Context: an optimization exercise on an open-source flow, tuned for small area. The choices shown serve that exercise and are no tape-out recipe. Only simulation tests tie the RTL to the original design; equivalence was not proved. Power figures rest on the tool's default switching activity, not on a simulated workload.

== the previous run ==
## camp_watch
module camp_watch (
    input  wire        clk,
    input  wire        rst,           
    input  wire        tick,
    output wire        busy,
    input  wire        cfg_req,
    input  wire        cfg_we,
    input  wire        cfg_secure,
    input  wire [11:0] cfg_addr,
    input  wire [31:0] cfg_wdata,
    output reg         cfg_ack,
    output reg  [31:0] cfg_rdata,
    input  wire [7:0]  wpin,
    input  wire [31:0] tbase,
    output reg         rd_req,
    output reg         rd_kind,
    output wire [31:0] rd_src,
    output wire        rd_world,
    input  wire        rd_ack,
    input  wire        rd_ok,
    input  wire [31:0] rd_data,
    output reg         act_req,
    output reg  [2:0]  act_code,
    output wire [2:0]  act_entry,
    output reg  [31:0] act_arg,
    output wire [31:0] act_src,
    output wire [31:0] act_sample,
    output wire [15:0] act_match,
    output wire        act_world,
    input  wire        act_ack,
    input  wire        act_ok
);
export LEC_CHECK = 0
export CAP_MARGIN = 20
export CORE_MARGIN = 2
export CORE_UTILIZATION = 65
export PLACE_DENSITY = 0.75
export SLEW_MARGIN = 20
create_clock -name core_clock -period 10.0 [get_ports {clk}]
standard.sh (not shown) runs the stock make flow with config.mk's settings and CLKGATE_MAP_FILE= SYNTH_SCRIPT=/design/flow/synth_recipe.tcl, a recipe that flattens the netlist after the stock synthesis.
==> flow/flow/run.sh <==
#!/bin/bash
# The standard layout (standard.sh, unchanged synthesis, floorplan, power grid and
# routing) with two settings of its own:
#  - ports are buffered with the smallest buffer, sky130_fd_sc_hd__buf_1;
#  - clock tree synthesis builds small clusters of clkbuf_4 leaf buffers and
#    inserts no dummy loads.
# The make output goes to flow_make.log in this folder; ORFS keeps each tool's own
# log under orfs/logs/.
set -euo pipefail
export BUFFER_PORTS_ARGS="-buffer_cell sky130_fd_sc_hd__buf_1"
export CTS_ARGS="-sink_clustering_enable -repair_clock_nets -dont_use_dummy_load -buf_list sky130_fd_sc_hd__clkbuf_4 -sink_clustering_size 10 -sink_clustering_max_diameter 40"
bash standard.sh finish > flow_make.log 2>&1
Input-level comparison between the current run and the previous run:
--- a/flow/design.v
+++ b/flow/design.v
@@ -109,39 +109,30 @@
                           (hd_cfg && en_e && c_off != 4'd0 && c_off <= 4'd5);
     wire        at_idx  = (ptr == idx) && !sweep;
     wire        hd_scan = (state == S_SCAN) && at_idx;
     wire        hd_eval = (state == S_EVAL) && at_idx;
     wire        hd_fix  = (state == S_FIX)  && at_idx;
     wire        rem_le1 = (rem_e[21:1] == 21'd0);
     wire        due     = g_en && en_e && rem_le1;
     wire        ev_ok   = hd_eval && s_ok;
     wire        ev_fail = hd_eval && !s_ok;
     wire [31:0] cur_m   = s_val & mask_e;
     wire [31:0] cur_prv = last_e & mask_e;
-    wire [31:0] cur_x   = cur_m ^ value_e;
-    wire        cur_eq  = ~|cur_x;
-    reg  [31:0] x_above;      
-    integer k;
-    always @(*) begin
-        x_above[31] = 1'b0;
-        for (k = 30; k >= 0; k = k - 1)
-            x_above[k] = x_above[k+1] | cur_x[k+1];
-    end
-    wire        cur_lt  = |(cur_x & value_e & ~x_above);
+    wire        cur_eq  = (cur_m == value_e);
     reg         cur_hit;
     always @(*) begin
         case (op_e)
             3'd0: cur_hit = cur_eq;
             3'd1: cur_hit = !cur_eq;
-            3'd2: cur_hit = cur_lt;
-            3'd3: cur_hit = !cur_lt;
+            3'd2: cur_hit = (cur_m <  value_e);
+            3'd3: cur_hit = (cur_m >= value_e);
             3'd4: cur_hit = havem_e && (cur_m != cur_prv);
             3'd5: cur_hit = havem_e && cur_eq && !peq_e;
             default: cur_hit = 1'b1;
         endcase
     end
     wire        hit      = ev_ok && cur_hit;
     wire        refuse   = (action_e == 3'd3) && (arg_e[1:0] == 2'd3);
     wire        do_act   = hit && !refuse && (action_e != 3'd0);
     wire [11:0] match_inc = (match_e == 12'hFFF) ? 12'hFFF : match_e + 12'd1;
     wire [11:0] skip_inc  = (skip_e  == 12'hFFF) ? 12'hFFF : skip_e  + 12'd1;
     wire        skip_up   = ev_fail || (hit && refuse) || hd_fix;
## What came out
The current run reached the end of the flow, and the finished layout is clean on the timing, DRC and antenna checks. The previous run → the current run: post-route total power comparable, via count increased 474. Max hold slack across the previous run and the current run: the current run. Changes observed in the current run relative to the previous run: share of the final layout cell area in multi-input gates up 0.18 points; number of instances in the synthesized netlist +42; wire length after detailed routing went up; per-instance average area after synthesis fell about 0.7%. Global-route usage | the current run above the previous run.

==> afterwards: timing with drivers on the ports <==
In the flow no input, the clock included, has a driving cell. The finished layouts below were timed again as built, in two steps.
Step 1 sets driving cells, clkbuf_16 on the clock port and buf_2 on the other inputs (assumed; they add their load-dependent delay and slew).
Step 2, shift: input delay + t, output delay - t, t = (earliest + latest rising clock arrival at the registers) / 2. This alone moves slack from input paths to output paths.
Slacks: ideal / step 1 / step 2; pairs: ideal / step 1.
run	t, ns	setup WS [ns]	hold slack, ns	latest minus earliest clock arrival (ns)	worst slew at a driven data input, ns
the previous run	1.108	4.145 / 4.077 / 4.536	0.243 / 0.243 / 0.243	0.130 / 0.130	0.09
the current run	1.105	3.641 / 3.576 / 4.635	0.255 / 0.255 / 0.255	0.157 / 0.157	0.12
After both steps every run listed still meets setup and hold.
